Context: an optimization exercise on an open-source flow, tuned for small area, a short achievable clock period and few clock cycles per item. The choices shown serve that exercise and are no tape-out recipe. Where RTL was checked, it was by simulation tests only, not by an equivalence proof against the original. No functional check of the RTL was part of run 2.

## flow/design.v (module list and top-level ports; edited modules follow where they fit)
// module aes_sbox_a: 82 lines
// module aes_sbox_b: 63 lines
// module g_xor2: 3 lines
// module g_xnor2: 3 lines
// module g_nand2: 3 lines
// module g_nor2: 3 lines
// module g_a22o: 3 lines
// module g_a222oi: 4 lines
// module aes_engine: 1665 lines
module aes_engine (
    input  wire         clk,
    input  wire         rst,
    input  wire         in_valid,
    output wire         in_ready,
    input  wire         in_aes256,
    input  wire [255:0] in_key,
    input  wire [127:0] in_block,
    output reg          out_valid,
    output wire [127:0] out_block
);
  // ...
==> flow/flow/run.sh <==
#!/bin/bash
# Standard layout, with the ports buffered by a plain buffer cell.
set -e
export BUFFER_PORTS_ARGS="-buffer_cell sky130_fd_sc_hd__buf_2"
bash standard.sh > standard.log 2>&1
==> flow/standard.sh <==
#!/bin/bash
# synth_recipe.tcl (not shown) runs the flow's synth.tcl, then flattens the netlist and writes it again
# the make line also repeats each setting of config.mk as NAME=value (left out here)
make -C /OpenROAD-flow-scripts/flow DESIGN_CONFIG=/design/flow/config.mk WORK_HOME=/design/flow/orfs CLKGATE_MAP_FILE= SYNTH_SCRIPT=/design/flow/synth_recipe.tcl "${@:-finish}"
==> flow/config.mk <==
export PLATFORM = sky130hd
export DESIGN_NAME = aes_engine
export DESIGN_NICKNAME = aes_engine
export VERILOG_FILES = /design/flow/design.v
export SDC_FILE = /design/flow/constraint.sdc
export NUM_CORES = 4
export LEC_CHECK = 0
export CAP_MARGIN = 20
export CORE_MARGIN = 2
export CORE_UTILIZATION = 60
export PLACE_DENSITY = 0.75
export SETUP_SLACK_MARGIN = 4.4
export SLEW_MARGIN = 20
export SYNTH_HIERARCHICAL = 1
==> flow/constraint.sdc <==
create_clock -name core_clock -period 8.0 [get_ports {clk}]
set_input_delay 1.6000 -clock core_clock [delete_from_list [all_inputs] [get_ports {clk}]]
set_output_delay 1.6000 -clock core_clock [all_outputs]
set_load 0.01 [all_outputs]
==> summary.txt, run 1 <==
Status
  – Run status: no timing/DRC/antenna violations

Yosys
  – Synth Area in Adders: 0.1631%
  – Post-Syn Area: 53710 µm²
  – List of most frequent post-synthesis cells: xor2_1, dfxtp_1, nand2_1, xnor2_1, a22o_1

Setup path
  – Cell family with most CP delay: XOR/XNOR gates
  – Worst r2r dst: state[112]$_DFF_P_
  – CP Class: reg2reg
  – Startpoint types: flop
  – Critical Path Max Stage Delay: 0.69 ns

STA
  – Rel. slew slack: 34.61%
  – Setup TNS: 0 ns

Clocking
  – Clock transition at path regs: 0.06 ns
  – Hold_buf cts: 0
  – PostCTS Resize Cnt: 63

Drt
  – M1 WL: 71520 µm
  – Drt via density: 5.529
  – Routed wire per std cell: 24.48 µm
  – Iter 0 DRT Violations: 4082

Finish
  – Fillers: 6559
  – Sequential cell area share: 34.23%
  – Multi-input gates: 4085
  – Non-CTS buffers: 563
  – Most frequent cells in the layout: xor2_1, dfxtp_1, nand2_1

Floorplanning
  – # IOs: 518

Placed design
  – DP Area: 57960 µm²
Testbench counts, summed over its fixed seeds: cycles 6,888, blocks 512.
==> module aes_sbox_a, before the edit <==
module aes_sbox_a (
    input  wire [7:0] a,
    output wire [21:0] m
);
  wire n1, n2, n3, n4, n5, n6, n7, n8, n9, n10, n11, n12, n13, n14, n15, n16;
  wire n17, n18, n19, n20, n21, n22, n23, n24, n25, n26, n27, n28, n29, n30, n31, n32;
  wire n33, n34, n35, n36, n37, n38, n39, n40, n41, n42, n43, n44, n45, n46, n47, n48;
  wire n49, n50, n51;
  g_xor2 u0 (.a(a[7]), .b(a[4]), .y(m[0]));
  g_xor2 u1 (.a(a[7]), .b(a[2]), .y(m[1]));
  g_xor2 u2 (.a(a[7]), .b(a[1]), .y(m[2]));
  g_xor2 u3 (.a(a[4]), .b(a[2]), .y(m[3]));
  g_xor2 u4 (.a(a[3]), .b(a[1]), .y(n1));
  g_xor2 u5 (.a(m[0]), .b(n1), .y(m[4]));
  g_xor2 u6 (.a(a[6]), .b(a[5]), .y(n2));
  g_xor2 u7 (.a(a[0]), .b(m[4]), .y(m[5]));
  g_xor2 u8 (.a(a[0]), .b(n2), .y(n3));
  g_xor2 u9 (.a(m[4]), .b(n2), .y(m[6]));
  g_xor2 u10 (.a(a[6]), .b(a[2]), .y(n4));
  g_xor2 u11 (.a(a[5]), .b(a[2]), .y(n5));
  g_xor2 u12 (.a(m[2]), .b(m[3]), .y(m[7]));
  g_xor2 u13 (.a(m[4]), .b(n4), .y(n6));
  g_xor2 u14 (.a(n1), .b(n4), .y(m[8]));
  g_xor2 u15 (.a(n1), .b(n5), .y(m[9]));
  g_xor2 u16 (.a(n3), .b(m[9]), .y(n7));
  g_xor2 u17 (.a(a[4]), .b(a[0]), .y(n8));
  g_xor2 u18 (.a(n2), .b(n8), .y(n9));
  g_xor2 u19 (.a(m[0]), .b(n9), .y(n10));
  g_xor2 u20 (.a(a[1]), .b(a[0]), .y(n11));
  g_xor2 u21 (.a(n2), .b(n11), .y(n12));
  g_xor2 u22 (.a(m[1]), .b(n12), .y(m[10]));
  g_xor2 u23 (.a(m[1]), .b(m[6]), .y(n13));
  g_xor2 u24 (.a(n10), .b(n7), .y(n14));
  g_xor2 u25 (.a(m[2]), .b(m[9]), .y(n15));
  g_xor2 u26 (.a(m[0]), .b(n5), .y(m[11]));
  g_nand2 u27 (.a(m[7]), .b(m[4]), .y(n16));
  g_nand2 u28 (.a(m[10]), .b(m[5]), .y(n17));
  g_xnor2 u29 (.a(n6), .b(n16), .y(n18));
  g_nand2 u30 (.a(n9), .b(a[0]), .y(n19));
  g_xor2 u31 (.a(n19), .b(n16), .y(n20));
  g_nand2 u32 (.a(m[2]), .b(m[9]), .y(n21));
  g_nand2 u33 (.a(n12), .b(n3), .y(n22));
  g_xnor2 u34 (.a(n15), .b(n21), .y(n23));
  g_nand2 u35 (.a(n10), .b(n7), .y(n24));
  g_xor2 u36 (.a(n24), .b(n21), .y(n25));
  g_nand2 u37 (.a(m[0]), .b(m[8]), .y(n26));
  g_nand2 u38 (.a(m[3]), .b(m[11]), .y(n27));
  g_xor2 u39 (.a(n27), .b(n26), .y(n28));
  g_nand2 u40 (.a(m[1]), .b(m[6]), .y(n29));
  g_xor2 u41 (.a(n29), .b(n26), .y(n30));
  g_xnor2 u42 (.a(n18), .b(n17), .y(n31));
  g_xor2 u43 (.a(n20), .b(n13), .y(n32));
  g_xnor2 u44 (.a(n23), .b(n22), .y(n33));
  g_xor2 u45 (.a(n25), .b(n30), .y(n34));
  g_xor2 u46 (.a(n31), .b(n28), .y(n35));
  g_xor2 u47 (.a(n32), .b(n30), .y(n36));
  g_xor2 u48 (.a(n33), .b(n28), .y(n37));
  g_xor2 u49 (.a(n34), .b(n14), .y(n38));
  g_xnor2 u50 (.a(n37), .b(n38), .y(n39));
  g_nand2 u51 (.a(n37), .b(n35), .y(n40));
  g_xor2 u52 (.a(n36), .b(n40), .y(n41));
  g_xnor2 u53 (.a(n35), .b(n36), .y(n42));
  g_xor2 u54 (.a(n38), .b(n40), .y(n43));
  g_nor2 u55 (.a(n43), .b(n42), .y(n44));
  g_nor2 u56 (.a(n41), .b(n39), .y(n45));
  g_nand2 u57 (.a(n35), .b(n38), .y(n46));
  g_nor2 u58 (.a(n42), .b(n46), .y(n47));
  g_xor2 u59 (.a(n42), .b(n40), .y(n48));
  g_nand2 u60 (.a(n36), .b(n37), .y(n49));
  g_nor2 u61 (.a(n39), .b(n49), .y(n50));
  g_xor2 u62 (.a(n39), .b(n40), .y(n51));
  g_xor2 u63 (.a(n36), .b(n44), .y(m[12]));
  g_xor2 u64 (.a(n47), .b(n48), .y(m[13]));
  g_xor2 u65 (.a(n38), .b(n45), .y(m[14]));
  g_xor2 u66 (.a(n50), .b(n51), .y(m[15]));
  g_nand2 u67 (.a(m[14]), .b(a[0]), .y(m[16]));
  g_nand2 u68 (.a(m[13]), .b(n3), .y(m[17]));
  g_nand2 u69 (.a(m[12]), .b(n7), .y(m[18]));
  g_nand2 u70 (.a(m[14]), .b(n9), .y(m[19]));
  g_nand2 u71 (.a(m[13]), .b(n12), .y(m[20]));
  g_nand2 u72 (.a(m[12]), .b(n10), .y(m[21]));
endmodule
==> module aes_sbox_b, before the edit <==
module aes_sbox_b (
    input  wire [21:0] m
    , output wire [7:0] y
);
  wire n1, n2, n3, n4, n5, n6, n7, n8, n9, n10, n11, n12, n13, n14, n15, n16;
  wire n17, n18, n19, n20, n21, n22, n23, n24, n25, n26, n27, n28, n29, n30, n31, n32;
  wire n33, n34, n35, n36, n37, n38, n39, n40, n41, n42, n43, n44, n45, n46, n47;
  g_xor2 u0 (.a(m[13]), .b(m[15]), .y(n1));
  g_xor2 u1 (.a(m[12]), .b(m[14]), .y(n2));
  g_xor2 u2 (.a(m[12]), .b(m[13]), .y(n3));
  g_xor2 u3 (.a(m[14]), .b(m[15]), .y(n4));
  g_xor2 u4 (.a(n2), .b(n1), .y(n5));
  g_nand2 u5 (.a(n4), .b(m[4]), .y(n6));
  g_nand2 u6 (.a(m[15]), .b(m[5]), .y(n7));
  g_nand2 u7 (.a(n3), .b(m[9]), .y(n8));
  g_nand2 u8 (.a(n2), .b(m[8]), .y(n9));
  g_nand2 u9 (.a(n5), .b(m[11]), .y(n10));
  g_nand2 u10 (.a(n1), .b(m[6]), .y(n11));
  g_nand2 u11 (.a(n4), .b(m[7]), .y(n12));
  g_nand2 u12 (.a(m[15]), .b(m[10]), .y(n13));
  g_nand2 u13 (.a(n3), .b(m[2]), .y(n14));
  g_nand2 u14 (.a(n2), .b(m[0]), .y(n15));
  g_nand2 u15 (.a(n5), .b(m[3]), .y(n16));
  g_nand2 u16 (.a(n1), .b(m[1]), .y(n17));
  g_xor2 u17 (.a(n15), .b(n16), .y(n18));
  g_xor2 u18 (.a(m[17]), .b(n13), .y(n19));
  g_xor2 u19 (.a(n6), .b(m[16]), .y(n20));
  g_xor2 u20 (.a(n7), .b(n12), .y(n21));
  g_xor2 u21 (.a(n11), .b(n14), .y(n22));
  g_xor2 u22 (.a(n8), .b(n15), .y(n23));
  g_xnor2 u23 (.a(n16), .b(n23), .y(n24));
  g_xnor2 u24 (.a(n6), .b(n21), .y(n25));
  g_xor2 u25 (.a(m[18]), .b(m[20]), .y(n26));
  g_xor2 u26 (.a(n9), .b(n10), .y(n27));
  g_xnor2 u27 (.a(n10), .b(n22), .y(n28));
  g_xnor2 u28 (.a(m[21]), .b(n20), .y(n29));
  g_xor2 u29 (.a(m[16]), .b(m[18]), .y(n30));
  g_xnor2 u30 (.a(m[17]), .b(n18), .y(n31));
  g_xor2 u31 (.a(n9), .b(n15), .y(n32));
  g_xnor2 u32 (.a(n12), .b(n19), .y(n33));
  g_xnor2 u33 (.a(n13), .b(n18), .y(n34));
  g_xnor2 u34 (.a(m[19]), .b(n19), .y(n35));
  g_xnor2 u35 (.a(n14), .b(n26), .y(n36));
  g_xnor2 u36 (.a(n17), .b(n22), .y(n37));
  g_xor2 u37 (.a(n18), .b(n19), .y(n38));
  g_xor2 u38 (.a(n19), .b(n25), .y(n39));
  g_xor2 u39 (.a(n21), .b(n30), .y(n40));
  g_xor2 u40 (.a(n36), .b(n20), .y(n41));
  g_xor2 u41 (.a(n33), .b(n27), .y(n42));
  g_xor2 u42 (.a(n24), .b(n28), .y(n43));
  g_xor2 u43 (.a(n25), .b(n27), .y(n44));
  g_xor2 u44 (.a(n26), .b(n28), .y(n45));
  g_xor2 u45 (.a(n29), .b(n32), .y(n46));
  g_xor2 u46 (.a(n29), .b(n35), .y(n47));
  g_xor2 u47 (.a(n24), .b(n42), .y(y[7]));
  g_xnor2 u48 (.a(n34), .b(n44), .y(y[6]));
  g_xnor2 u49 (.a(n37), .b(n46), .y(y[5]));
  g_xor2 u50 (.a(n24), .b(n39), .y(y[4]));
  g_xor2 u51 (.a(n38), .b(n40), .y(y[3]));
  g_xor2 u52 (.a(n43), .b(n47), .y(y[2]));
  g_xnor2 u53 (.a(n31), .b(n45), .y(y[1]));
  g_xnor2 u54 (.a(n24), .b(n41), .y(y[0]));
endmodule
==> inputs of run 2 (changes only) <==
--- a/flow/design.v
+++ b/flow/design.v
@@ -1,152 +1,152 @@
 module aes_sbox_a (
     input  wire [7:0] a,
-    output wire [21:0] m
+    output wire [20:0] m
 );
   wire n1, n2, n3, n4, n5, n6, n7, n8, n9, n10, n11, n12, n13, n14, n15, n16;
   wire n17, n18, n19, n20, n21, n22, n23, n24, n25, n26, n27, n28, n29, n30, n31, n32;
   wire n33, n34, n35, n36, n37, n38, n39, n40, n41, n42, n43, n44, n45, n46, n47, n48;
-  wire n49, n50, n51;
-  g_xor2 u0 (.a(a[7]), .b(a[4]), .y(m[0]));
-  g_xor2 u1 (.a(a[7]), .b(a[2]), .y(m[1]));
-  g_xor2 u2 (.a(a[7]), .b(a[1]), .y(m[2]));
-  g_xor2 u3 (.a(a[4]), .b(a[2]), .y(m[3]));
-  g_xor2 u4 (.a(a[3]), .b(a[1]), .y(n1));
-  g_xor2 u5 (.a(m[0]), .b(n1), .y(m[4]));
-  g_xor2 u6 (.a(a[6]), .b(a[5]), .y(n2));
-  g_xor2 u7 (.a(a[0]), .b(m[4]), .y(m[5]));
-  g_xor2 u8 (.a(a[0]), .b(n2), .y(n3));
-  g_xor2 u9 (.a(m[4]), .b(n2), .y(m[6]));
-  g_xor2 u10 (.a(a[6]), .b(a[2]), .y(n4));
-  g_xor2 u11 (.a(a[5]), .b(a[2]), .y(n5));
-  g_xor2 u12 (.a(m[2]), .b(m[3]), .y(m[7]));
-  g_xor2 u13 (.a(m[4]), .b(n4), .y(n6));
-  g_xor2 u14 (.a(n1), .b(n4), .y(m[8]));
-  g_xor2 u15 (.a(n1), .b(n5), .y(m[9]));
-  g_xor2 u16 (.a(n3), .b(m[9]), .y(n7));
-  g_xor2 u17 (.a(a[4]), .b(a[0]), .y(n8));
-  g_xor2 u18 (.a(n2), .b(n8), .y(n9));
-  g_xor2 u19 (.a(m[0]), .b(n9), .y(n10));
-  g_xor2 u20 (.a(a[1]), .b(a[0]), .y(n11));
-  g_xor2 u21 (.a(n2), .b(n11), .y(n12));
-  g_xor2 u22 (.a(m[1]), .b(n12), .y(m[10]));
-  g_xor2 u23 (.a(m[1]), .b(m[6]), .y(n13));
-  g_xor2 u24 (.a(n10), .b(n7), .y(n14));
-  g_xor2 u25 (.a(m[2]), .b(m[9]), .y(n15));
-  g_xor2 u26 (.a(m[0]), .b(n5), .y(m[11]));
-  g_nand2 u27 (.a(m[7]), .b(m[4]), .y(n16));
-  g_nand2 u28 (.a(m[10]), .b(m[5]), .y(n17));
-  g_xnor2 u29 (.a(n6), .b(n16), .y(n18));
-  g_nand2 u30 (.a(n9), .b(a[0]), .y(n19));
-  g_xor2 u31 (.a(n19), .b(n16), .y(n20));
-  g_nand2 u32 (.a(m[2]), .b(m[9]), .y(n21));
-  g_nand2 u33 (.a(n12), .b(n3), .y(n22));
-  g_xnor2 u34 (.a(n15), .b(n21), .y(n23));
-  g_nand2 u35 (.a(n10), .b(n7), .y(n24));
-  g_xor2 u36 (.a(n24), .b(n21), .y(n25));
-  g_nand2 u37 (.a(m[0]), .b(m[8]), .y(n26));
-  g_nand2 u38 (.a(m[3]), .b(m[11]), .y(n27));
-  g_xor2 u39 (.a(n27), .b(n26), .y(n28));
-  g_nand2 u40 (.a(m[1]), .b(m[6]), .y(n29));
-  g_xor2 u41 (.a(n29), .b(n26), .y(n30));
-  g_xnor2 u42 (.a(n18), .b(n17), .y(n31));
-  g_xor2 u43 (.a(n20), .b(n13), .y(n32));
-  g_xnor2 u44 (.a(n23), .b(n22), .y(n33));
-  g_xor2 u45 (.a(n25), .b(n30), .y(n34));
-  g_xor2 u46 (.a(n31), .b(n28), .y(n35));
-  g_xor2 u47 (.a(n32), .b(n30), .y(n36));
-  g_xor2 u48 (.a(n33), .b(n28), .y(n37));
-  g_xor2 u49 (.a(n34), .b(n14), .y(n38));
-  g_xnor2 u50 (.a(n37), .b(n38), .y(n39));
-  g_nand2 u51 (.a(n37), .b(n35), .y(n40));
-  g_xor2 u52 (.a(n36), .b(n40), .y(n41));
-  g_xnor2 u53 (.a(n35), .b(n36), .y(n42));
-  g_xor2 u54 (.a(n38), .b(n40), .y(n43));
-  g_nor2 u55 (.a(n43), .b(n42), .y(n44));
-  g_nor2 u56 (.a(n41), .b(n39), .y(n45));
-  g_nand2 u57 (.a(n35), .b(n38), .y(n46));
-  g_nor2 u58 (.a(n42), .b(n46), .y(n47));
-  g_xor2 u59 (.a(n42), .b(n40), .y(n48));
-  g_nand2 u60 (.a(n36), .b(n37), .y(n49));
-  g_nor2 u61 (.a(n39), .b(n49), .y(n50));
-  g_xor2 u62 (.a(n39), .b(n40), .y(n51));
-  g_xor2 u63 (.a(n36), .b(n44), .y(m[12]));
-  g_xor2 u64 (.a(n47), .b(n48), .y(m[13]));
-  g_xor2 u65 (.a(n38), .b(n45), .y(m[14]));
-  g_xor2 u66 (.a(n50), .b(n51), .y(m[15]));
-  g_nand2 u67 (.a(m[14]), .b(a[0]), .y(m[16]));
-  g_nand2 u68 (.a(m[13]), .b(n3), .y(m[17]));
-  g_nand2 u69 (.a(m[12]), .b(n7), .y(m[18]));
-  g_nand2 u70 (.a(m[14]), .b(n9), .y(m[19]));
-  g_nand2 u71 (.a(m[13]), .b(n12), .y(m[20]));
-  g_nand2 u72 (.a(m[12]), .b(n10), .y(m[21]));
+  wire n49, n50, n51, n52, n53, n54, n55, n56, n57, n58, n59, n60, n61, n62, n63, n64;
+  g_xor2 u0 (.a(a[7]), .b(a[4]), .y(n1));
+  g_xor2 u1 (.a(a[7]), .b(a[2]), .y(m[0]));
+  g_xor2 u2 (.a(a[7]), .b(a[1]), .y(n2));
+  g_xor2 u3 (.a(a[4]), .b(a[2]), .y(m[1]));
+  g_xor2 u4 (.a(a[3]), .b(a[1]), .y(n3));
+  g_xor2 u5 (.a(n1), .b(n3), .y(m[2]));
+  g_xor2 u6 (.a(a[6]), .b(a[5]), .y(n4));
+  g_xor2 u7 (.a(a[0]), .b(m[2]), .y(n5));
+  g_xor2 u8 (.a(a[0]), .b(n4), .y(n6));
+  g_xor2 u9 (.a(m[2]), .b(n4), .y(m[3]));
+  g_xor2 u10 (.a(a[6]), .b(a[2]), .y(n7));
+  g_xor2 u11 (.a(a[5]), .b(a[2]), .y(n8));
+  g_xor2 u12 (.a(n2), .b(m[1]), .y(m[4]));
+  g_xor2 u13 (.a(m[2]), .b(n7), .y(n9));
+  g_xor2 u14 (.a(n3), .b(n7), .y(n10));
+  g_xor2 u15 (.a(n3), .b(n8), .y(n11));
+  g_xor2 u16 (.a(n6), .b(n11), .y(n12));
+  g_xor2 u17 (.a(a[4]), .b(a[0]), .y(n13));
+  g_xor2 u18 (.a(n4), .b(n13), .y(n14));
+  g_xor2 u19 (.a(n1), .b(n14), .y(n15));
+  g_xor2 u20 (.a(a[1]), .b(a[0]), .y(n16));
+  g_xor2 u21 (.a(n4), .b(n16), .y(n17));
+  g_xor2 u22 (.a(m[0]), .b(n17), .y(n18));
+  g_xor2 u23 (.a(m[0]), .b(m[3]), .y(n19));
+  g_xor2 u24 (.a(n15), .b(n12), .y(n20));
+  g_xor2 u25 (.a(n2), .b(n11), .y(n21));
+  g_xor2 u26 (.a(n1), .b(n8), .y(m[5]));
+  g_nand2 u27 (.a(m[4]), .b(m[2]), .y(n22));
+  g_nand2 u28 (.a(n18), .b(n5), .y(n23));
+  g_xnor2 u29 (.a(n9), .b(n22), .y(n24));
+  g_nand2 u30 (.a(n14), .b(a[0]), .y(n25));
+  g_xor2 u31 (.a(n25), .b(n22), .y(n26));
+  g_nand2 u32 (.a(n2), .b(n11), .y(n27));
+  g_nand2 u33 (.a(n17), .b(n6), .y(n28));
+  g_xnor2 u34 (.a(n21), .b(n27), .y(n29));
+  g_nand2 u35 (.a(n15), .b(n12), .y(n30));
+  g_xor2 u36 (.a(n30), .b(n27), .y(n31));
+  g_nand2 u37 (.a(n1), .b(n10), .y(n32));
+  g_nand2 u38 (.a(m[1]), .b(m[5]), .y(n33));
+  g_xor2 u39 (.a(n33), .b(n32), .y(n34));
+  g_nand2 u40 (.a(m[0]), .b(m[3]), .y(n35));
+  g_xor2 u41 (.a(n35), .b(n32), .y(n36));
+  g_xnor2 u42 (.a(n24), .b(n23), .y(n37));
+  g_xor2 u43 (.a(n26), .b(n19), .y(n38));
+  g_xnor2 u44 (.a(n29), .b(n28), .y(n39));
+  g_xor2 u45 (.a(n31), .b(n36), .y(n40));
+  g_xor2 u46 (.a(n37), .b(n34), .y(n41));
+  g_xor2 u47 (.a(n38), .b(n36), .y(n42));
+  g_xor2 u48 (.a(n39), .b(n34), .y(n43));
+  g_xor2 u49 (.a(n40), .b(n20), .y(n44));
+  g_xnor2 u50 (.a(n43), .b(n44), .y(n45));
+  g_nand2 u51 (.a(n43), .b(n41), .y(n46));
+  g_xor2 u52 (.a(n42), .b(n46), .y(n47));
+  g_xnor2 u53 (.a(n41), .b(n42), .y(n48));
+  g_xor2 u54 (.a(n44), .b(n46), .y(n49));
+  g_nor2 u55 (.a(n49), .b(n48), .y(n50));
+  g_nor2 u56 (.a(n47), .b(n45), .y(n51));
+  g_nand2 u57 (.a(n41), .b(n44), .y(n52));
+  g_nor2 u58 (.a(n48), .b(n52), .y(n53));
+  g_xor2 u59 (.a(n48), .b(n46), .y(n54));
+  g_nand2 u60 (.a(n42), .b(n43), .y(n55));
+  g_nor2 u61 (.a(n45), .b(n55), .y(n56));
+  g_xor2 u62 (.a(n45), .b(n46), .y(n57));
+  g_xor2 u63 (.a(n42), .b(n50), .y(n58));
+  g_xor2 u64 (.a(n53), .b(n54), .y(n59));
+  g_xor2 u65 (.a(n44), .b(n51), .y(n60));
+  g_xor2 u66 (.a(n56), .b(n57), .y(n61));
+  g_xor2 u67 (.a(n59), .b(n61), .y(m[6]));
+  g_xor2 u68 (.a(n58), .b(n60), .y(m[7]));
+  g_xor2 u69 (.a(n58), .b(n59), .y(n62));
+  g_xor2 u70 (.a(n60), .b(n61), .y(m[8]));
+  g_nand2 u71 (.a(n61), .b(n5), .y(m[9]));
+  g_nand2 u72 (.a(n60), .b(a[0]), .y(m[10]));
+  g_nand2 u73 (.a(n62), .b(n11), .y(m[11]));
+  g_nand2 u74 (.a(n59), .b(n6), .y(m[12]));
+  g_nand2 u75 (.a(n58), .b(n12), .y(n63));
+  g_nand2 u76 (.a(m[7]), .b(n10), .y(m[13]));
+  g_nand2 u77 (.a(n61), .b(n18), .y(m[14]));
+  g_nand2 u78 (.a(n60), .b(n14), .y(m[15]));
+  g_nand2 u79 (.a(n62), .b(n2), .y(m[16]));
+  g_nand2 u80 (.a(n59), .b(n17), .y(n64));
+  g_nand2 u81 (.a(n58), .b(n15), .y(m[17]));
+  g_nand2 u82 (.a(m[7]), .b(n1), .y(m[18]));
+  g_xor2 u83 (.a(n63), .b(n64), .y(m[19]));
+  g_xor2 u84 (.a(m[10]), .b(n63), .y(m[20]));
 endmodule
 module aes_sbox_b (
-    input  wire [21:0] m
+    input  wire [20:0] m
     , output wire [7:0] y
 );
   wire n1, n2, n3, n4, n5, n6, n7, n8, n9, n10, n11, n12, n13, n14, n15, n16;
   wire n17, n18, n19, n20, n21, n22, n23, n24, n25, n26, n27, n28, n29, n30, n31, n32;
-  wire n33, n34, n35, n36, n37, n38, n39, n40, n41, n42, n43, n44, n45, n46, n47;
-  g_xor2 u0 (.a(m[13]), .b(m[15]), .y(n1));
-  g_xor2 u1 (.a(m[12]), .b(m[14]), .y(n2));
-  g_xor2 u2 (.a(m[12]), .b(m[13]), .y(n3));
-  g_xor2 u3 (.a(m[14]), .b(m[15]), .y(n4));
-  g_xor2 u4 (.a(n2), .b(n1), .y(n5));
-  g_nand2 u5 (.a(n4), .b(m[4]), .y(n6));
-  g_nand2 u6 (.a(m[15]), .b(m[5]), .y(n7));
-  g_nand2 u7 (.a(n3), .b(m[9]), .y(n8));
-  g_nand2 u8 (.a(n2), .b(m[8]), .y(n9));
-  g_nand2 u9 (.a(n5), .b(m[11]), .y(n10));
-  g_nand2 u10 (.a(n1), .b(m[6]), .y(n11));
-  g_nand2 u11 (.a(n4), .b(m[7]), .y(n12));
-  g_nand2 u12 (.a(m[15]), .b(m[10]), .y(n13));
-  g_nand2 u13 (.a(n3), .b(m[2]), .y(n14));
-  g_nand2 u14 (.a(n2), .b(m[0]), .y(n15));
-  g_nand2 u15 (.a(n5), .b(m[3]), .y(n16));
-  g_nand2 u16 (.a(n1), .b(m[1]), .y(n17));
-  g_xor2 u17 (.a(n15), .b(n16), .y(n18));
-  g_xor2 u18 (.a(m[17]), .b(n13), .y(n19));
-  g_xor2 u19 (.a(n6), .b(m[16]), .y(n20));
-  g_xor2 u20 (.a(n7), .b(n12), .y(n21));
-  g_xor2 u21 (.a(n11), .b(n14), .y(n22));
-  g_xor2 u22 (.a(n8), .b(n15), .y(n23));
-  g_xnor2 u23 (.a(n16), .b(n23), .y(n24));
-  g_xnor2 u24 (.a(n6), .b(n21), .y(n25));
-  g_xor2 u25 (.a(m[18]), .b(m[20]), .y(n26));
-  g_xor2 u26 (.a(n9), .b(n10), .y(n27));
-  g_xnor2 u27 (.a(n10), .b(n22), .y(n28));
-  g_xnor2 u28 (.a(m[21]), .b(n20), .y(n29));
-  g_xor2 u29 (.a(m[16]), .b(m[18]), .y(n30));
-  g_xnor2 u30 (.a(m[17]), .b(n18), .y(n31));
-  g_xor2 u31 (.a(n9), .b(n15), .y(n32));
-  g_xnor2 u32 (.a(n12), .b(n19), .y(n33));
-  g_xnor2 u33 (.a(n13), .b(n18), .y(n34));
-  g_xnor2 u34 (.a(m[19]), .b(n19), .y(n35));
-  g_xnor2 u35 (.a(n14), .b(n26), .y(n36));
-  g_xnor2 u36 (.a(n17), .b(n22), .y(n37));
-  g_xor2 u37 (.a(n18), .b(n19), .y(n38));
-  g_xor2 u38 (.a(n19), .b(n25), .y(n39));
-  g_xor2 u39 (.a(n21), .b(n30), .y(n40));
-  g_xor2 u40 (.a(n36), .b(n20), .y(n41));
-  g_xor2 u41 (.a(n33), .b(n27), .y(n42));
-  g_xor2 u42 (.a(n24), .b(n28), .y(n43));
-  g_xor2 u43 (.a(n25), .b(n27), .y(n44));
-  g_xor2 u44 (.a(n26), .b(n28), .y(n45));
-  g_xor2 u45 (.a(n29), .b(n32), .y(n46));
-  g_xor2 u46 (.a(n29), .b(n35), .y(n47));
-  g_xor2 u47 (.a(n24), .b(n42), .y(y[7]));
-  g_xnor2 u48 (.a(n34), .b(n44), .y(y[6]));
-  g_xnor2 u49 (.a(n37), .b(n46), .y(y[5]));
-  g_xor2 u50 (.a(n24), .b(n39), .y(y[4]));
-  g_xor2 u51 (.a(n38), .b(n40), .y(y[3]));
-  g_xor2 u52 (.a(n43), .b(n47), .y(y[2]));
-  g_xnor2 u53 (.a(n31), .b(n45), .y(y[1]));
-  g_xnor2 u54 (.a(n24), .b(n41), .y(y[0]));
+  wire n33, n34, n35;
+  g_xor2 u0 (.a(m[7]), .b(m[6]), .y(n1));
+  g_nand2 u1 (.a(m[8]), .b(m[2]), .y(n2));
+  g_nand2 u2 (.a(n1), .b(m[5]), .y(n3));
+  g_nand2 u3 (.a(m[6]), .b(m[3]), .y(n4));
+  g_nand2 u4 (.a(m[8]), .b(m[4]), .y(n5));
+  g_nand2 u5 (.a(n1), .b(m[1]), .y(n6));
+  g_nand2 u6 (.a(m[6]), .b(m[0]), .y(n7));
+  g_xor2 u7 (.a(m[18]), .b(n6), .y(n8));
+  g_xor2 u8 (.a(m[12]), .b(m[14]), .y(n9));
+  g_xor2 u9 (.a(n2), .b(m[10]), .y(n10));
+  g_xor2 u10 (.a(m[9]), .b(n5), .y(n11));
+  g_xor2 u11 (.a(n4), .b(m[16]), .y(n12));
+  g_xor2 u12 (.a(m[11]), .b(m[18]), .y(n13));
+  g_xnor2 u13 (.a(n6), .b(n13), .y(n14));
+  g_xnor2 u14 (.a(n2), .b(n11), .y(n15));
+  g_xor2 u15 (.a(m[13]), .b(n3), .y(n16));
+  g_xnor2 u16 (.a(n3), .b(n12), .y(n17));
+  g_xnor2 u17 (.a(m[17]), .b(n10), .y(n18));
+  g_xnor2 u18 (.a(m[12]), .b(n8), .y(n19));
+  g_xor2 u19 (.a(m[13]), .b(m[18]), .y(n20));
+  g_xnor2 u20 (.a(n5), .b(n9), .y(n21));
+  g_xnor2 u21 (.a(m[14]), .b(n8), .y(n22));
+  g_xnor2 u22 (.a(m[15]), .b(n9), .y(n23));
+  g_xnor2 u23 (.a(m[16]), .b(m[19]), .y(n24));
+  g_xnor2 u24 (.a(n7), .b(n12), .y(n25));
+  g_xor2 u25 (.a(n8), .b(n9), .y(n26));
+  g_xor2 u26 (.a(n9), .b(n15), .y(n27));
+  g_xor2 u27 (.a(n11), .b(m[20]), .y(n28));
+  g_xor2 u28 (.a(n24), .b(n10), .y(n29));
+  g_xor2 u29 (.a(n21), .b(n16), .y(n30));
+  g_xor2 u30 (.a(n14), .b(n17), .y(n31));
+  g_xor2 u31 (.a(n15), .b(n16), .y(n32));
+  g_xor2 u32 (.a(m[19]), .b(n17), .y(n33));
+  g_xor2 u33 (.a(n18), .b(n20), .y(n34));
+  g_xor2 u34 (.a(n18), .b(n23), .y(n35));
+  g_xor2 u35 (.a(n14), .b(n30), .y(y[7]));
+  g_xnor2 u36 (.a(n22), .b(n32), .y(y[6]));
+  g_xnor2 u37 (.a(n25), .b(n34), .y(y[5]));
+  g_xor2 u38 (.a(n14), .b(n27), .y(y[4]));
+  g_xor2 u39 (.a(n26), .b(n28), .y(y[3]));
+  g_xor2 u40 (.a(n31), .b(n35), .y(y[2]));
+  g_xnor2 u41 (.a(n19), .b(n33), .y(y[1]));
+  g_xnor2 u42 (.a(n14), .b(n29), .y(y[0]));
 endmodule
 module g_xor2 (input wire a, input wire b, output wire y);
   assign y = a ^ b;
 endmodule
 module g_xnor2 (input wire a, input wire b, output wire y);
   assign y = ~(a ^ b);
 endmodule
 module g_nand2 (input wire a, input wire b, output wire y);
@@ -168,67 +168,53 @@
     input  wire         in_valid,
     output wire         in_ready,
     input  wire         in_aes256,
     input  wire [255:0] in_key,
     input  wire [127:0] in_block,
     output reg          out_valid,
     output wire [127:0] out_block
 );
-  localparam NS = 22;    
-  localparam NK = 22;    
+  localparam NS = 21;    
+  localparam NK = 21;    
   reg [127:0]    state;
   reg [127:0]    ka1_n;    
   reg [127:0]    kb1;      
-  reg            c1_busy, c1_aes256;
+  reg            c1_busy, c1_aes256, c1_first, c1_last;
   reg   [3:0]    c1_round;
+  reg   [7:0]    c1_rcon;
   reg [16*NS-1:0] mid;
   reg  [4*NK-1:0] kmid;
   reg [127:0]    ka2_n;
   reg [127:0]    kb2;
-  reg            c2_busy, c2_aes256;
+  reg            c2_busy, c2_aes256, c2_first, c2_last;
   reg   [3:0]    c2_round;
+  reg   [7:0]    c2_rcon;
   wire [127:0]    state_d, ka1_d, kb1_d;
   wire [16*NS-1:0] mid_d;
   wire  [4*NK-1:0] kmid_d;
   wire [127:0]    in_key_hi = in_key[255:128];
   wire [127:0]    sb;
   wire  [31:0]    sw;
   wire stall = c1_busy && c1_aes256 && (c1_round < 4'd5);
   assign in_ready  = !c2_busy && !stall;
   assign out_block = state;
-  wire c2_first  = c2_aes256 && (c2_round == 4'd1);
-  wire c2_last   = (c2_round == (c2_aes256 ? 4'd14 : 4'd10));
-  wire [3:0] rc_idx = c2_aes256 ? {1'b0, c2_round[3:1]} : c2_round;
-  reg  [7:0] c2_rcon;
-  always @(*) begin
-    case (rc_idx)
-      4'd1:    c2_rcon = 8'h01;
-      4'd2:    c2_rcon = 8'h02;
-      4'd3:    c2_rcon = 8'h04;
-      4'd4:    c2_rcon = 8'h08;
-      4'd5:    c2_rcon = 8'h10;
-      4'd6:    c2_rcon = 8'h20;
-      4'd7:    c2_rcon = 8'h40;
-      4'd8:    c2_rcon = 8'h80;
-      4'd9:    c2_rcon = 8'h1b;
-      4'd10:   c2_rcon = 8'h36;
-      default: c2_rcon = 8'h00;
-    endcase
-  end
   wire busy2     = c2_busy;
   wire nbusy2    = !c2_busy;
   wire mix_en    = c2_busy && !c2_last;
   wire k256      = c2_busy && c2_aes256;
   wire ld256     = !c2_busy && in_aes256;
   wire kpass     = !(k256 || ld256);
   wire rot       = !c2_aes256 || !c2_round[0];
   wire rot_e     = rot && !c2_first;
   wire nrot_e    = !rot && !c2_first;
   wire [7:0] rc_e = rot_e ? c2_rcon : 8'h00;
+  function [7:0] xtime(input [7:0] b);
+    xtime = {b[6:0], 1'b0} ^ (b[7] ? 8'h1b : 8'h00);
+  endfunction
   wire w1, w2, w3, w4, w5, w6, w7, w8, w9, w10, w11, w12, w13, w14, w15, w16;
   wire w17, w18, w19, w20, w21, w22, w23, w24, w25, w26, w27, w28, w29, w30, w31, w32;
   wire w33, w34, w35, w36, w37, w38, w39, w40, w41, w42, w43, w44, w45, w46, w47, w48;
   wire w49, w50, w51, w52, w53, w54, w55, w56, w57, w58, w59, w60, w61, w62, w63, w64;
   wire w65, w66, w67, w68, w69, w70, w71, w72, w73, w74, w75, w76, w77, w78, w79, w80;
   wire w81, w82, w83, w84, w85, w86, w87, w88, w89, w90, w91, w92, w93, w94, w95, w96;
   wire w97, w98, w99, w100, w101, w102, w103, w104, w105, w106, w107, w108, w109, w110, w111, w112;
   wire w113, w114, w115, w116, w117, w118, w119, w120, w121, w122, w123, w124, w125, w126, w127, w128;
@@ -287,56 +273,56 @@
   wire w961, w962, w963, w964, w965, w966, w967, w968, w969, w970, w971, w972, w973, w974, w975, w976;
   wire w977, w978, w979, w980, w981, w982, w983, w984, w985, w986, w987, w988, w989, w990, w991, w992;
   wire w993, w994, w995, w996, w997, w998, w999, w1000, w1001, w1002, w1003, w1004, w1005, w1006, w1007, w1008;
   wire w1009, w1010, w1011, w1012, w1013, w1014, w1015, w1016, w1017, w1018, w1019, w1020, w1021, w1022, w1023, w1024;
   wire w1025, w1026, w1027, w1028, w1029, w1030, w1031, w1032, w1033, w1034, w1035, w1036, w1037, w1038, w1039, w1040;
   wire w1041, w1042, w1043, w1044, w1045, w1046, w1047, w1048, w1049, w1050, w1051, w1052, w1053, w1054, w1055, w1056;
   wire w1057, w1058, w1059, w1060, w1061, w1062, w1063, w1064, w1065, w1066, w1067, w1068, w1069, w1070, w1071, w1072;
   wire w1073, w1074, w1075, w1076, w1077, w1078, w1079, w1080;
-  aes_sbox_a u_sa0 (.a(state[127:120]), .m(mid_d[21:0]));
-  aes_sbox_a u_sa1 (.a(state[119:112]), .m(mid_d[43:22]));
-  aes_sbox_a u_sa2 (.a(state[111:104]), .m(mid_d[65:44]));
-  aes_sbox_a u_sa3 (.a(state[103:96]), .m(mid_d[87:66]));
-  aes_sbox_a u_sa4 (.a(state[95:88]), .m(mid_d[109:88]));
-  aes_sbox_a u_sa5 (.a(state[87:80]), .m(mid_d[131:110]));
-  aes_sbox_a u_sa6 (.a(state[79:72]), .m(mid_d[153:132]));
-  aes_sbox_a u_sa7 (.a(state[71:64]), .m(mid_d[175:154]));
-  aes_sbox_a u_sa8 (.a(state[63:56]), .m(mid_d[197:176]));
-  aes_sbox_a u_sa9 (.a(state[55:48]), .m(mid_d[219:198]));
-  aes_sbox_a u_sa10 (.a(state[47:40]), .m(mid_d[241:220]));
-  aes_sbox_a u_sa11 (.a(state[39:32]), .m(mid_d[263:242]));
-  aes_sbox_a u_sa12 (.a(state[31:24]), .m(mid_d[285:264]));
-  aes_sbox_a u_sa13 (.a(state[23:16]), .m(mid_d[307:286]));
-  aes_sbox_a u_sa14 (.a(state[15:8]), .m(mid_d[329:308]));
-  aes_sbox_a u_sa15 (.a(state[7:0]), .m(mid_d[351:330]));
-  aes_sbox_a u_ka0 (.a(kb1[31:24]), .m(kmid_d[21:0]));
-  aes_sbox_a u_ka1 (.a(kb1[23:16]), .m(kmid_d[43:22]));
-  aes_sbox_a u_ka2 (.a(kb1[15:8]), .m(kmid_d[65:44]));
-  aes_sbox_a u_ka3 (.a(kb1[7:0]), .m(kmid_d[87:66]));
-  aes_sbox_b u_sb0 (.m(mid[21:0]), .y(sb[127:120]));
-  aes_sbox_b u_sb1 (.m(mid[43:22]), .y(sb[119:112]));
-  aes_sbox_b u_sb2 (.m(mid[65:44]), .y(sb[111:104]));
-  aes_sbox_b u_sb3 (.m(mid[87:66]), .y(sb[103:96]));
-  aes_sbox_b u_sb4 (.m(mid[109:88]), .y(sb[95:88]));
-  aes_sbox_b u_sb5 (.m(mid[131:110]), .y(sb[87:80]));
-  aes_sbox_b u_sb6 (.m(mid[153:132]), .y(sb[79:72]));
-  aes_sbox_b u_sb7 (.m(mid[175:154]), .y(sb[71:64]));
-  aes_sbox_b u_sb8 (.m(mid[197:176]), .y(sb[63:56]));
-  aes_sbox_b u_sb9 (.m(mid[219:198]), .y(sb[55:48]));
-  aes_sbox_b u_sb10 (.m(mid[241:220]), .y(sb[47:40]));
-  aes_sbox_b u_sb11 (.m(mid[263:242]), .y(sb[39:32]));
-  aes_sbox_b u_sb12 (.m(mid[285:264]), .y(sb[31:24]));
-  aes_sbox_b u_sb13 (.m(mid[307:286]), .y(sb[23:16]));
-  aes_sbox_b u_sb14 (.m(mid[329:308]), .y(sb[15:8]));
-  aes_sbox_b u_sb15 (.m(mid[351:330]), .y(sb[7:0]));
-  aes_sbox_b u_kb0 (.m(kmid[21:0]), .y(sw[31:24]));
-  aes_sbox_b u_kb1 (.m(kmid[43:22]), .y(sw[23:16]));
-  aes_sbox_b u_kb2 (.m(kmid[65:44]), .y(sw[15:8]));
-  aes_sbox_b u_kb3 (.m(kmid[87:66]), .y(sw[7:0]));
+  aes_sbox_a u_sa0 (.a(state[127:120]), .m(mid_d[20:0]));
+  aes_sbox_a u_sa1 (.a(state[119:112]), .m(mid_d[41:21]));
+  aes_sbox_a u_sa2 (.a(state[111:104]), .m(mid_d[62:42]));
+  aes_sbox_a u_sa3 (.a(state[103:96]), .m(mid_d[83:63]));
+  aes_sbox_a u_sa4 (.a(state[95:88]), .m(mid_d[104:84]));
+  aes_sbox_a u_sa5 (.a(state[87:80]), .m(mid_d[125:105]));
+  aes_sbox_a u_sa6 (.a(state[79:72]), .m(mid_d[146:126]));
+  aes_sbox_a u_sa7 (.a(state[71:64]), .m(mid_d[167:147]));
+  aes_sbox_a u_sa8 (.a(state[63:56]), .m(mid_d[188:168]));
+  aes_sbox_a u_sa9 (.a(state[55:48]), .m(mid_d[209:189]));
+  aes_sbox_a u_sa10 (.a(state[47:40]), .m(mid_d[230:210]));
+  aes_sbox_a u_sa11 (.a(state[39:32]), .m(mid_d[251:231]));
+  aes_sbox_a u_sa12 (.a(state[31:24]), .m(mid_d[272:252]));
+  aes_sbox_a u_sa13 (.a(state[23:16]), .m(mid_d[293:273]));
+  aes_sbox_a u_sa14 (.a(state[15:8]), .m(mid_d[314:294]));
+  aes_sbox_a u_sa15 (.a(state[7:0]), .m(mid_d[335:315]));
+  aes_sbox_a u_ka0 (.a(kb1[31:24]), .m(kmid_d[20:0]));
+  aes_sbox_a u_ka1 (.a(kb1[23:16]), .m(kmid_d[41:21]));
+  aes_sbox_a u_ka2 (.a(kb1[15:8]), .m(kmid_d[62:42]));
+  aes_sbox_a u_ka3 (.a(kb1[7:0]), .m(kmid_d[83:63]));
+  aes_sbox_b u_sb0 (.m(mid[20:0]), .y(sb[127:120]));
+  aes_sbox_b u_sb1 (.m(mid[41:21]), .y(sb[119:112]));
+  aes_sbox_b u_sb2 (.m(mid[62:42]), .y(sb[111:104]));
+  aes_sbox_b u_sb3 (.m(mid[83:63]), .y(sb[103:96]));
+  aes_sbox_b u_sb4 (.m(mid[104:84]), .y(sb[95:88]));
+  aes_sbox_b u_sb5 (.m(mid[125:105]), .y(sb[87:80]));
+  aes_sbox_b u_sb6 (.m(mid[146:126]), .y(sb[79:72]));
+  aes_sbox_b u_sb7 (.m(mid[167:147]), .y(sb[71:64]));
+  aes_sbox_b u_sb8 (.m(mid[188:168]), .y(sb[63:56]));
+  aes_sbox_b u_sb9 (.m(mid[209:189]), .y(sb[55:48]));
+  aes_sbox_b u_sb10 (.m(mid[230:210]), .y(sb[47:40]));
+  aes_sbox_b u_sb11 (.m(mid[251:231]), .y(sb[39:32]));
+  aes_sbox_b u_sb12 (.m(mid[272:252]), .y(sb[31:24]));
+  aes_sbox_b u_sb13 (.m(mid[293:273]), .y(sb[23:16]));
+  aes_sbox_b u_sb14 (.m(mid[314:294]), .y(sb[15:8]));
+  aes_sbox_b u_sb15 (.m(mid[335:315]), .y(sb[7:0]));
+  aes_sbox_b u_kb0 (.m(kmid[20:0]), .y(sw[31:24]));
+  aes_sbox_b u_kb1 (.m(kmid[41:21]), .y(sw[23:16]));
+  aes_sbox_b u_kb2 (.m(kmid[62:42]), .y(sw[15:8]));
+  aes_sbox_b u_kb3 (.m(kmid[83:63]), .y(sw[7:0]));
   g_a22o u0 (.s0(rot_e), .a(sw[16]), .s1(nrot_e), .b(sw[24]), .y(w1));
   g_a22o u1 (.s0(rot_e), .a(sw[17]), .s1(nrot_e), .b(sw[25]), .y(w2));
   g_a22o u2 (.s0(rot_e), .a(sw[18]), .s1(nrot_e), .b(sw[26]), .y(w3));
   g_a22o u3 (.s0(rot_e), .a(sw[19]), .s1(nrot_e), .b(sw[27]), .y(w4));
   g_a22o u4 (.s0(rot_e), .a(sw[20]), .s1(nrot_e), .b(sw[28]), .y(w5));
   g_a22o u5 (.s0(rot_e), .a(sw[21]), .s1(nrot_e), .b(sw[29]), .y(w6));
   g_a22o u6 (.s0(rot_e), .a(sw[22]), .s1(nrot_e), .b(sw[30]), .y(w7));
   g_a22o u7 (.s0(rot_e), .a(sw[23]), .s1(nrot_e), .b(sw[31]), .y(w8));
@@ -1812,18 +1798,27 @@
     state <= state_d;
     ka1_n <= ka1_d;
     kb1   <= kb1_d;
     mid   <= mid_d;
     kmid  <= kmid_d;
     ka2_n <= ka1_n;
     kb2   <= kb1;
     c2_aes256 <= c1_aes256;
+    c2_first  <= c1_first;
+    c2_last   <= c1_last;
     c2_round  <= c1_round;
+    c2_rcon   <= c1_rcon;
     if (!c2_busy) begin
       c1_aes256 <= in_aes256;
+      c1_first  <= in_aes256;
+      c1_last   <= 1'b0;
       c1_round  <= 4'd1;
+      c1_rcon   <= 8'h01;
     end else begin
       c1_aes256 <= c2_aes256;
+      c1_first  <= 1'b0;
+      c1_last   <= (c2_round == (c2_aes256 ? 4'd13 : 4'd9));
       c1_round  <= c2_round + 4'd1;
+      c1_rcon   <= rot_e ? xtime(c2_rcon) : c2_rcon;
     end
   end
 endmodule
==> flow/config.mk (replaced) <==
export PLATFORM = sky130hd
export DESIGN_NAME = aes_engine
export DESIGN_NICKNAME = aes_engine
export VERILOG_FILES = /design/flow/design.v
export SDC_FILE = /design/flow/constraint.sdc
export NUM_CORES = 4
export LEC_CHECK = 0
export CAP_MARGIN = 20
export CORE_MARGIN = 2
export CORE_UTILIZATION = 70
export PLACE_DENSITY = 0.85
export SETUP_SLACK_MARGIN = 4.5
export SLEW_MARGIN = 20
export SYNTH_HIERARCHICAL = 1
==> run 2 against run 1 <==
Compared with the run above:
- synthesized area decreased by 0.15%
- critical endpoint is now mid[200]$_DFF_P_
- first-iteration DRC count increased by 30%
- critical path type unchanged
- critical path depth increased by 3
- die area decreased by 14%
- synthesized cell count decreased by 0.25%
- fmax decreased by 8.4%
- utilization increased by 16 points
- highest routed layer unchanged
- non-clock buffer count increased by 115
==> summary.txt, run 2 <==
Clocking
  – Clk root buf: clkbuf_16 (unchanged)
  – CTS tree: yes (unchanged)
  – Clock transition at path regs: 0.07 ns (was 0.06 ns)
  – Clock sink count: 1093 (unchanged)
  – Clock Path Buffers: 3 (unchanged)
  – Hold_buf cts: 0 (unchanged)
  – CTS Buf Count: 103 (was 111)
  – Clock latency on the worst-skew pair: 0.70 ns (about the same)
  – H-tree levels: 3 (unchanged)

Yosys
  – Post-synth EDFFs: 0 (unchanged)
  – XOR/XNOR Fraction of Synth Area: 45.83% (was 45.71%)
  – List of most frequent post-synthesis cells: xor2_1, dfxtp_1, nand2_1, xnor2_1, a22o_1 (unchanged)
  – Main synth FF type: dfxtp_1 (unchanged)
  – Synth Area in Adders: 0.04666% (was 0.1631%)
  – Mux cell area share after synthesis: 0.07466% (was 0%)
  – Largest family of logic cells by synthesized area: XOR/XNOR gates (unchanged)
  – Unique cell type count in the Yosys netlist: 26 (was 30)
  – Post-Syn Area: 53630 µm² (was 53710 µm²)
  – Most frequent cell after synthesis: xor2_1 (unchanged)
  – Cells after Synth: 5178 (was 5191)
  – Synthesized flop and latch total: 1093 (unchanged)
  – Syn avg cell area: 10.36 µm² (was 10.35 µm²)
  – Synth Warn #: 7 (unchanged)
  – Syn Nets: 5568 (was 5586)
  – Synth area leaders: dfxtp_1, xor2_1, xnor2_1 (unchanged)
  – Yosys top cell by area: dfxtp_1 (unchanged)
  – Sequential-to-total area share from yosys stat: 40.80% (was 40.74%)
  – Asr flop ratio synth: 0% (unchanged)
  – Simple-gate portion of the synthesized area: 6.008% (was 6.024%)
  – Compound-cell area share of the yosys netlist: 7.177% (was 7.243%)
  – Top cell type's share of synthesized area: 40.80% (was 40.74%)

Finish
  – Most frequent cells in the layout: xor2_1, dfxtp_1, nand2_1 (unchanged)
  – Final Instance Area: 66940 µm² (was 63980 µm²)
  – Nets: 6348 (was 6258)
  – Commonest non-fill, non-tap cell in the layout: xor2_1 (unchanged)
  – Layout cells sized above 1: 23.63% (was 17.41%)
  – Area Growth Syn to Fin: 24.82% (was 19.13%)
  – Largest Register: mid (unchanged)
  – Largest register FFs: 336 (was 352)

Setup path
  – Slowest CP cell: dfxtp_1 (was xnor2_1)
  – Cell family with most CP delay: XOR/XNOR gates (unchanged)
  – Cell repeated most along the worst path: xor2_1 (unchanged)
  – Worst Path Arrival: 4.48 ns (was 4.19 ns)
  – Critical Path Max Stage Delay: 0.55 ns (was 0.69 ns)
  – Worst r2r dst: mid[200]$_DFF_P_ (was state[112]$_DFF_P_)
  – CP Class: reg2reg (unchanged)
  – CP bufs+invs: 1 (was 0)
  – Reg2reg setup slack: 4.06 ns (was 4.39 ns)
  – Critical path depth: 13 (was 10)
  – Crit path cell chain: xor2_4, xor2_1, xor2_1, nand2_1, xnor2_1, xor2_2, nand2_2, xor2_1, nor2_1, xor2_2, buf_4, xor2_1, nand2_1 (was xor2_1, nand2_1, xor2_1, xnor2_4, xnor2_1, xor2_1, xor2_1, xor2_1, nand2_1, xnor2_1)
  – Setup crit start: state[54]$_DFF_P_ (was mid[232]$_DFF_P_)
  – CP Capture Type: flop (unchanged)
  – FF-to-FF Start: state[54]$_DFF_P_ (was mid[232]$_DFF_P_)
  – R2r worst-path depth: 13 (was 10)
  – Critical path capture point: mid[200]$_DFF_P_ (was state[112]$_DFF_P_)
  – Crit-path max FO: 4 (unchanged)
  – Required time worst endpoint: 8.54 ns (was 8.58 ns)
  – Startpoint types: flop (unchanged)

STA
  – Max-slew violation count: 0 (unchanged)
  – Fin Hold WS: 0.3193 ns (was 0.3214 ns)
  – Rel. slew slack: 25.14% (was 34.61%)
  – Final Hold Viols: 0 (unchanged)
  – Max Clk Rate: 253.6 MHz (was 276.9 MHz)
  – Slew at the pin closest to its max-slew limit: 1.115 ns (was 0.9808 ns)
  – Setup violators final: 0 (unchanged)
  – Clk_skew: 0.03119 ns (was 0.02156 ns)
  – RSZ-0062 raised after global routing: true (unchanged)
  – Tcrit/Tclk final: 49.29% (was 45.15%)
  – Clock period minus worst slack: 3.943 ns (was 3.612 ns)
  – Setup TNS: 0 ns (unchanged)

GRT
  – Vias in the first global route: 40120 (was 38570)
  – Grt ovf: 0 (unchanged)
  – First-pass GRT wire length: 246000 µm (was 247000 µm)
  – Met3 global-route usage: 9.311% (was 5.626%)
  – GRT Util Overall: 42.08% (was 36.49%)
  – GR peak layer: met2 (unchanged)
  – Maximum number of pins on one net before global-route repair: 73 (was 91)
  – Met1 Usage GRT: 52.64% (was 48.25%)
  – M2 GR Usage: 66.09% (was 57.02%)
  – Antenna violations before repair: 20 (was 7)

Drt
  – Routed wire per std cell: 26.47 µm (was 24.48 µm)
  – Post-DRT Antenna Nets: 0 (unchanged)
  – DRT Pass-1 Iters: 9 (was 8)
  – Iter 0 DRT Violations: 5303 (was 4082)
  – Vias: 42530 (was 39390)
  – Drt drc: 0 (unchanged)
  – Drt via density: 6.001 (was 5.529)
  – DRT Wirelength: 187600 µm (was 174400 µm)

Placed design
  – Port Buffer Count: 517 (unchanged)
  – Post-DP HPWL: 128700 µm (was 136100 µm)
  – Final Wtd Congestion: 1.003 (was 1.041)
  – DP Area: 57770 µm² (was 57960 µm²)

Floorplanning
  – Chip width: 280.8 µm (was 303.2 µm)
  – Core Area: 75950 µm² (was 88510 µm²)
  – # IOs: 518 (unchanged)
  – Die height: 280.8 µm (was 303.2 µm)
  – Initial Utilization: 70.61% (was 60.68%)
  – Die Footprint: 78840 µm² (was 91920 µm²)
  – FP Rows: 101 (was 109)

Worst hold path
  – Min-Delay Path Class: reg2reg (unchanged)
  – Hold path depth: 0 (unchanged)

Status
  – Run status: no timing/DRC/antenna violations (unchanged)

Run
  – Max Cap Viol: 0 (unchanged)
==> run 2: final cells by class <==
cell class                 instances  area (µm²)
clock buffer                     146        2949
inverter                           4       27.53
fill                            3582        9011
sequential                      1093       22060
multi-input combinational       4078       36030
timing repair buffer             678        3900
clock inverter                    44       644.4
antenna                           14       35.03
tap                             1030        1289
==> run 2: cell families after synthesis <==
| logic type | Yosys count |
|---|---|
| XOR/XNOR | 2806 |
| flip-flops | 1093 |
| AND/OR/NAND/NOR | 844 |
| AO/OA/AOI/OAI | 422 |
| buffers and inverters | 7 |
| multiplexers | 4 |
| adder cells (fa/ha/maj) | 2 |
==> run 2: worst min path at each step <==
stage | endpoint | start
floorplan | c2_first$_DFF_P_ | c1_first$_SDFF_PP0_
global placement | c2_rcon[4]$_DFF_P_ | c1_rcon[4]$_SDFF_PN0_
detailed placement | ka2_n[120]$_DFF_P_ | ka1_n[120]$_DFF_P_
CTS | kb2[69]$_DFF_P_ | kb1[69]$_DFF_P_
global route | ka2_n[27]$_DFF_P_ | ka1_n[27]$_DFF_P_
finish | kb2[69]$_DFF_P_ | kb1[69]$_DFF_P_
==> run 2: modules after synthesis, one instance, submodules excluded, excerpt <==
module,cells inside,copies in the design,flip-flops and latches
aes_engine,1154,1,1093
g_a222oi,1,128,0
g_a22o,1,288,0
g_nand2,1,728,0
g_nor2,1,80,0
g_xnor2,1,600,0
g_xor2,1,2200,0
==> run 2: routing by layer <==
layer | vias to the layer above | share of wire, %
li1 | 18070 | -
met1 | 20840 | 36
met2 | 2931 | 45
met3 | 683 | 10
met4 | 8 | 8.0
met5 | - | 0.030
==> run 2: timing repair <==
action | in CTS | in global routing
pin swaps | 27 | 97
setup endpoints to repair | 447 | 400
setup buffers | 11 | 117
resized for setup | 228 | 453
==> run 2: metrics by stage <==
stage                     worst slack, ns  instances  util, %
after floorplan                   0.03550       5178        -
after global placement              3.530       6755    76.07
after detailed placement            3.481       6755    76.07
after CTS                           4.431       6956    83.08
after global routing                4.155       7083    88.12
final                               4.057       7087    88.14

[afterwards: timing with drivers on the ports]
The flow's constraints put no driver on any port. The routed layouts listed below were extracted and timed again, unchanged, in two steps. Step 1 sets driving cells, clkbuf_16 on the clock port and buf_2 on the other inputs (assumed; they add their load-dependent delay and slew). Step 2 times the ports against the registers' clock, not the clock port: input delays grow and output delays shrink by t, the midpoint of the rising clock arrivals with the driver on. Three values: no drivers, after step 1, after step 2; two values: the first two.
run | shift t [ns] | setup slack, ns | worst setup path after step 2 | worst register clock-pin slew, ns
run 1 | 0.764 | 4.388 / 4.388 / 3.739 | input to register | 0.07 / 0.07
run 2 | 0.755 | 4.057 / 4.057 / 3.745 | input to register | 0.07 / 0.07
After both steps every run listed still meets setup and hold. The setup slack of run 1, which loses most, moves by 0.000 ns with the drivers and by -0.649 ns with both steps.
